This is an optimization exercise on Yosys and OpenROAD, whose aim is small area and a short achievable clock period, not a production implementation. RTL that was checked went through simulation tests only; none was proved equivalent to the original.

==> wip/maple: inputs <==
==> flow/design.v <==
module row_screen_cell (
  input  wire               mode,    
  input  wire [1:0]         dbits,   
  input  wire [29:0]        lvl,     
  input  wire [9:0]         t,       
  input  wire               blank,
  input  wire [29:0]        thr,    
  input  wire signed [10:0] h_in,    
  input  wire signed [10:0] c_in,    
  output reg  [3:0]         d,       
  output reg  signed [10:0] h_out,   
  output reg  signed [10:0] c_out    
);
  wire [9:0] t1 = thr[9:0];
  wire [9:0] t2 = thr[19:10];
  wire [9:0] t3 = thr[29:20];
  wire signed [12:0] u  = $signed({3'b000, t}) + c_in + h_in;
  wire        [9:0]  uc = (u < 0) ? 10'd0 : (u > 13'sd1023) ? 10'd1023 : u[9:0];
  wire        [9:0]  x  = mode ? uc : t;
  wire [13:0] m  = x * 4'd15 + {4'd0, x[9:6]};
  wire [4:0]  l4 = {1'b0, m[13:10]} + ((m[9:0] > t1) ? 5'd1 : 5'd0);
  reg  [3:0]  lev;
  always @* begin
    case (dbits)
      2'd0:    lev = {3'd0, (x > t1)};
      2'd1:    lev = {2'd0, 2'd0 + (t1 < x) + (t2 < x) + (t3 < x)};
      default: lev = (l4 > 5'd15) ? 4'd15 : l4[3:0];
    endcase
  end
  reg [9:0] v;
  always @* begin
    if (dbits == 2'd2) begin
      case (lev)
        4'd0:    v = 10'd0;
        4'd1:    v = 10'd68;
        4'd2:    v = 10'd136;
        4'd3:    v = 10'd204;
        4'd4:    v = 10'd272;
        4'd5:    v = 10'd341;
        4'd6:    v = 10'd409;
        4'd7:    v = 10'd477;
        4'd8:    v = 10'd545;
        4'd9:    v = 10'd613;
        4'd10:   v = 10'd682;
        4'd11:   v = 10'd750;
        4'd12:   v = 10'd818;
        4'd13:   v = 10'd886;
        4'd14:   v = 10'd954;
        default: v = 10'd1023;
      endcase
    end else begin
      case (lev[1:0])
        2'd0:    v = 10'd0;
        2'd1:    v = lvl[9:0];
        2'd2:    v = lvl[19:10];
        default: v = lvl[29:20];
      endcase
    end
  end
  wire signed [12:0] e  = u - $signed({3'b000, v});
  wire signed [10:0] ec = (e < -13'sd1024) ? -11'sd1024 :
                          (e > 13'sd1023)  ? 11'sd1023 : e[10:0];
  wire signed [10:0] ch = ec >>> 1;
  always @* begin
    if (blank) begin
      d     = 4'd0;
      h_out = mode ? 11'sd0 : h_in;
      c_out = 11'sd0;
    end else if (!mode) begin
      d     = lev;
      h_out = h_in;
      c_out = c_in;
    end else begin
      d     = lev;
      h_out = ec - ch;
      c_out = ch;
    end
  end
endmodule
module row_screen (
  input  wire         clk,
  input  wire         rst,         
  input  wire         in_valid,
  input  wire         in_first,    
  input  wire         in_mode,     
  input  wire [1:0]   in_dbits,    
  input  wire [29:0]  in_lvl,      
  input  wire [79:0]  in_t,        
  input  wire [7:0]   in_blank,    
  input  wire [239:0] in_cell,     
  input  wire [87:0]  in_h,        
  output reg          out_valid,
  output reg  [31:0]  out_d,       
  output reg  [87:0]  out_h        
);
  reg         r_valid;
  reg         r_first;
  reg         r_mode;
  reg [1:0]   r_dbits;
  reg [29:0]  r_lvl;
  reg [79:0]  r_t;
  reg [7:0]   r_blank;
  reg [239:0] r_cell;
  reg [87:0]  r_h;
  always @(posedge clk) begin
    if (rst) begin
      r_valid <= 1'b0;
    end else begin
      r_valid <= in_valid;
    end
    r_first <= in_first;
    r_mode  <= in_mode;
    r_dbits <= in_dbits;
    r_lvl   <= in_lvl;
    r_t     <= in_t;
    r_blank <= in_blank;
    r_cell  <= in_cell;
    r_h     <= in_h;
  end
  reg signed [10:0] carry;
  wire [98:0] cin;   
  wire        [31:0] d_next;
  wire        [87:0] h_next;
  assign cin[10:0] = r_first ? 11'sd0 : carry;
  genvar k;
  generate
    for (k = 0; k < 8; k = k + 1) begin : g_noz
      row_screen_cell u_cell (
        .mode  (r_mode),
        .dbits (r_dbits),
        .lvl   (r_lvl),
        .t     (r_t[10*k +: 10]),
        .blank (r_blank[k]),
        .thr  (r_cell[30*k +: 30]),
        .h_in  (r_h[11*k +: 11]),
        .c_in  (cin[11*k +: 11]),
        .d     (d_next[4*k +: 4]),
        .h_out (h_next[11*k +: 11]),
        .c_out (cin[11*(k+1) +: 11])
      );
    end
  endgenerate
  always @(posedge clk) begin
    if (rst) begin
      out_valid <= 1'b0;
      carry     <= 11'sd0;
    end else begin
      out_valid <= r_valid;
      if (r_valid && r_mode)
        carry <= cin[98:88];
    end
    out_d <= d_next;
    out_h <= h_next;
  end
endmodule
==> flow/run.sh <==
#!/bin/bash
# synth_recipe.tcl (not shown) runs the flow's synth.tcl, then flattens the netlist and writes it again
# the make line also repeats each setting of config.mk as NAME=value (left out here)
make -C /OpenROAD-flow-scripts/flow DESIGN_CONFIG=/design/flow/config.mk WORK_HOME=/design/flow/orfs CLKGATE_MAP_FILE= SYNTH_SCRIPT=/design/flow/synth_recipe.tcl finish
==> flow/config.mk <==
export PLATFORM = sky130hd
export DESIGN_NAME = row_screen
export DESIGN_NICKNAME = row_screen
export VERILOG_FILES = /design/flow/design.v
export SDC_FILE = /design/flow/constraint.sdc
export NUM_CORES = 4
export LEC_CHECK = 0
export CAP_MARGIN = 20
export CORE_MARGIN = 2
export CORE_UTILIZATION = 40
export SLEW_MARGIN = 20
==> flow/constraint.sdc <==
create_clock -name core_clock -period 125.0 [get_ports {clk}]
set_input_delay 25.0000 -clock core_clock [delete_from_list [all_inputs] [get_ports {clk}]]
set_output_delay 25.0000 -clock core_clock [all_outputs]
set_load 0.01 [all_outputs]
==> inputs of wip/cedar, as changes to wip/maple <==
==> flow/design.v, changed modules only <==
module row_screen_cell (
  input  wire               mode,    
  input  wire [1:0]         dbits,   
  input  wire [29:0]        lvl,     
  input  wire [9:0]         t,       
  input  wire               blank,
  input  wire [29:0]        thr,     
  input  wire signed [10:0] h_in,    
  input  wire signed [9:0]  c_in,    
  output wire [3:0]         d,       
  output wire signed [10:0] h_out,   
  output wire signed [9:0]  c_out    
);
  wire [9:0] t1 = thr[9:0];
  wire [9:0] t2 = thr[19:10];
  wire [9:0] t3 = thr[29:20];
  wire signed [12:0] p  = $signed({3'b000, t}) + (mode ? {{2{h_in[10]}}, h_in} : 13'sd0);
  wire [13:0] pw = {p[9:0], 4'b0} - p[13:0] + {{7{p[12]}}, p[12:6]} + {4'b0, ~t1} + 14'd1;
  wire signed [12:0] u  = p + {{3{c_in[9]}}, c_in};
  wire        neg = u[12];
  wire        big = ~u[12] & (u[11] | u[10]);
  wire        cy  = ({1'b0, p[5:0]} + {1'b0, c_in[5:0]}) >> 6;
  wire [13:0] cw  = {c_in, 4'b0} + {{4{~c_in[9]}}, ~c_in} + {{10{c_in[9]}}, c_in[9:6]};
  wire [13:0] w   = pw + cw + {13'd0, cy};
  wire [3:0]  l4  = neg ? 4'd0 : big ? 4'd15 : w[13:10];
  wire g1 = ~neg & (u[11:0] > {2'b0, t1}) & ~&t1;
  wire g2 = ~neg & (u[11:0] > {2'b0, t2}) & ~&t2;
  wire g3 = ~neg & (u[11:0] > {2'b0, t3}) & ~&t3;
  wire [1:0] l2 = dbits[0] ? ({1'b0, g1} + {1'b0, g2} + {1'b0, g3}) : {1'b0, g1};
  reg [9:0] v4;
  always @* begin
    case (l4)
      4'd0:    v4 = 10'd0;
      4'd1:    v4 = 10'd68;
      4'd2:    v4 = 10'd136;
      4'd3:    v4 = 10'd204;
      4'd4:    v4 = 10'd272;
      4'd5:    v4 = 10'd341;
      4'd6:    v4 = 10'd409;
      4'd7:    v4 = 10'd477;
      4'd8:    v4 = 10'd545;
      4'd9:    v4 = 10'd613;
      4'd10:   v4 = 10'd682;
      4'd11:   v4 = 10'd750;
      4'd12:   v4 = 10'd818;
      4'd13:   v4 = 10'd886;
      4'd14:   v4 = 10'd954;
      default: v4 = 10'd1023;
    endcase
  end
  reg [9:0] v2;
  always @* begin
    case (l2)
      2'd0:    v2 = 10'd0;
      2'd1:    v2 = lvl[9:0];
      2'd2:    v2 = lvl[19:10];
      default: v2 = lvl[29:20];
    endcase
  end
  wire       is4 = dbits[1];
  wire [9:0] v   = is4 ? v4 : v2;
  wire [3:0] lev = is4 ? l4 : {2'b0, l2};
  wire signed [12:0] e  = u - $signed({3'b000, v});
  wire        shi = ~e[12] & (e[11] | e[10]);
  wire        slo = e[12] & ~(e[11] & e[10]);
  wire        kill = blank | ~mode;
  wire [9:0]  ch  = shi ? 10'h1ff : slo ? 10'h200 : e[10:1];
  wire        e0  = shi | (~slo & e[0]);
  assign c_out = kill ? 10'sd0 : ch;
  assign d     = blank ? 4'd0 : lev;
  assign h_out = ~mode ? h_in : blank ? 11'sd0 : ({ch[9], ch} + {10'd0, e0});
endmodule
module row_screen (
  input  wire         clk,
  input  wire         rst,         
  input  wire         in_valid,
  input  wire         in_first,    
  input  wire         in_mode,     
  input  wire [1:0]   in_dbits,    
  input  wire [29:0]  in_lvl,      
  input  wire [79:0]  in_t,        
  input  wire [7:0]   in_blank,    
  input  wire [239:0] in_cell,     
  input  wire [87:0]  in_h,        
  output reg          out_valid,
  output reg  [31:0]  out_d,       
  output reg  [87:0]  out_h        
);
  reg         r_valid;
  reg         r_first;
  reg         r_mode;
  reg [1:0]   r_dbits;
  reg [29:0]  r_lvl;
  reg [79:0]  r_t;
  reg [7:0]   r_blank;
  reg [239:0] r_cell;
  reg [87:0]  r_h;
  always @(posedge clk) begin
    if (rst) begin
      r_valid <= 1'b0;
    end else begin
      r_valid <= in_valid;
    end
    r_first <= in_first;
    r_mode  <= in_mode;
    r_dbits <= in_dbits;
    r_lvl   <= in_lvl;
    r_t     <= in_t;
    r_blank <= in_blank;
    r_cell  <= in_cell;
    r_h     <= in_h;
  end
  reg [9:0] carry;
  wire [89:0] cin;   
  wire [31:0] d_next;
  wire [87:0] h_next;
  assign cin[9:0] = (r_first | ~r_mode) ? 10'd0 : carry;
  genvar k;
  generate
    for (k = 0; k < 8; k = k + 1) begin : g_noz
      row_screen_cell u_cell (
        .mode  (r_mode),
        .dbits (r_dbits),
        .lvl   (r_lvl),
        .t     (r_t[10*k +: 10]),
        .blank (r_blank[k]),
        .thr   (r_cell[30*k +: 30]),
        .h_in  (r_h[11*k +: 11]),
        .c_in  (cin[10*k +: 10]),
        .d     (d_next[4*k +: 4]),
        .h_out (h_next[11*k +: 11]),
        .c_out (cin[10*(k+1) +: 10])
      );
    end
  endgenerate
  always @(posedge clk) begin
    if (rst) begin
      out_valid <= 1'b0;
    end else begin
      out_valid <= r_valid;
    end
    if (r_valid)
      carry <= cin[89:80];
    out_d <= d_next;
    out_h <= h_next;
  end
endmodule
==> flow/flow/run.sh (new file) <==
#!/bin/bash
# Standard ORFS layout (standard.sh), with two changes:
#  - no full/half-adder cell extraction in synthesis (ADDER_MAP_FILE empty),
#    so that abc maps and times the adders with the rest of the logic;
#  - ports are buffered with the smallest buffer, sky130_fd_sc_hd__buf_1.
set -euo pipefail
bash standard.sh ADDER_MAP_FILE= "BUFFER_PORTS_ARGS=-buffer_cell sky130_fd_sc_hd__buf_1" finish > standard.log 2>&1
==> flow/standard.sh (new file) <==
#!/bin/bash
# synth_recipe.tcl (not shown) runs the flow's synth.tcl, then flattens the netlist and writes it again
# the make line also repeats each setting of config.mk as NAME=value (left out here)
make -C /OpenROAD-flow-scripts/flow DESIGN_CONFIG=/design/flow/config.mk WORK_HOME=/design/flow/orfs CLKGATE_MAP_FILE= SYNTH_SCRIPT=/design/flow/synth_recipe.tcl "${@:-finish}"
Settings changed: ABC_AREA from default to 1.
removed: flow/run.sh
==> notes.md <==
- In wip/maple the core utilization is higher than in wip/cedar, by 3.9 points.
- Of wip/cedar and wip/maple, wip/cedar has the higher setup slack (gap 71 ns).
- Between wip/maple and wip/cedar, the lower wire length is in wip/cedar (gap 6.8%, measured against wip/cedar).
- Between wip/cedar and wip/maple, the lower register-to-register slack is in wip/maple (gap 71 ns).
- Between wip/cedar and wip/maple, the lower clock-buffer cell count is in wip/cedar (gap 15).
- Of wip/maple and wip/cedar, wip/maple has the higher non-clock buffer count (gap 50).
- In wip/maple the clock skew is higher than in wip/cedar, by 0.034 ns.
==> figures <==
Outcome: wip/cedar no timing/DRC/antenna violations; wip/maple no timing/DRC/antenna violations
Worst reg2reg startpoint: wip/cedar r_mode$_DFF_P_; wip/maple r_first$_DFF_P_
FF+latch area: wip/cedar 0.0116 mm2; wip/maple 0.0117 mm2
Cell count of the worst reg-to-reg path: wip/cedar 266; wip/maple 454
Maximum number of pins on one net before global-route repair: wip/cedar 67; wip/maple 93
CTS clock-pin slew for the worst setup and hold paths: wip/cedar 0.07 ns; wip/maple 0.06 ns
Routed length on met2: wip/cedar 79600 um; wip/maple 77700 um
Initial antenna violation count: wip/cedar 8; wip/maple 13
Signal buffers share of area: wip/cedar 0.0486; wip/maple 0.106
Count of inverters other than clock inverters in the layout: wip/cedar 1005; wip/maple 532
Post-synth net total: wip/cedar 7338; wip/maple 7154
Slew headroom: wip/cedar 0.355; wip/maple 0.221
Average wire length per cell after detail routing: wip/cedar 19.1 um; wip/maple 23.0 um
Per-instance average area after synthesis: wip/cedar 6.62 um2; wip/maple 8.94 um2
Most frequent standard cell in the layout excluding fill and tap cells: wip/cedar sky130_fd_sc_hd__nand2_1; wip/maple sky130_fd_sc_hd__ha_1
For wip/cedar, only the layout was checked, not whether the RTL still works.

## what the ideal ports hide
In the flow no input, the clock included, has a driving cell. The finished layouts below were timed again as built, in two steps. Step 1 sets driving cells, clkbuf_16 on the clock port and buf_2 on the other inputs (assumed; they add their load-dependent delay and slew). Step 2 times the ports against the registers' clock, not the clock port: input delays grow and output delays shrink by t, the midpoint of the rising clock arrivals with the driver on. Slacks: ideal / step 1 / step 2; pairs: ideal / step 1.
run	t (ns)	setup WS [ns]	worst data-port slew with drivers (ns)
wip/maple	0.781	12.538 / 12.538 / 12.538	0.16
wip/cedar	0.734	83.883 / 83.883 / 83.883	0.09
After both steps every run listed still meets setup and hold.
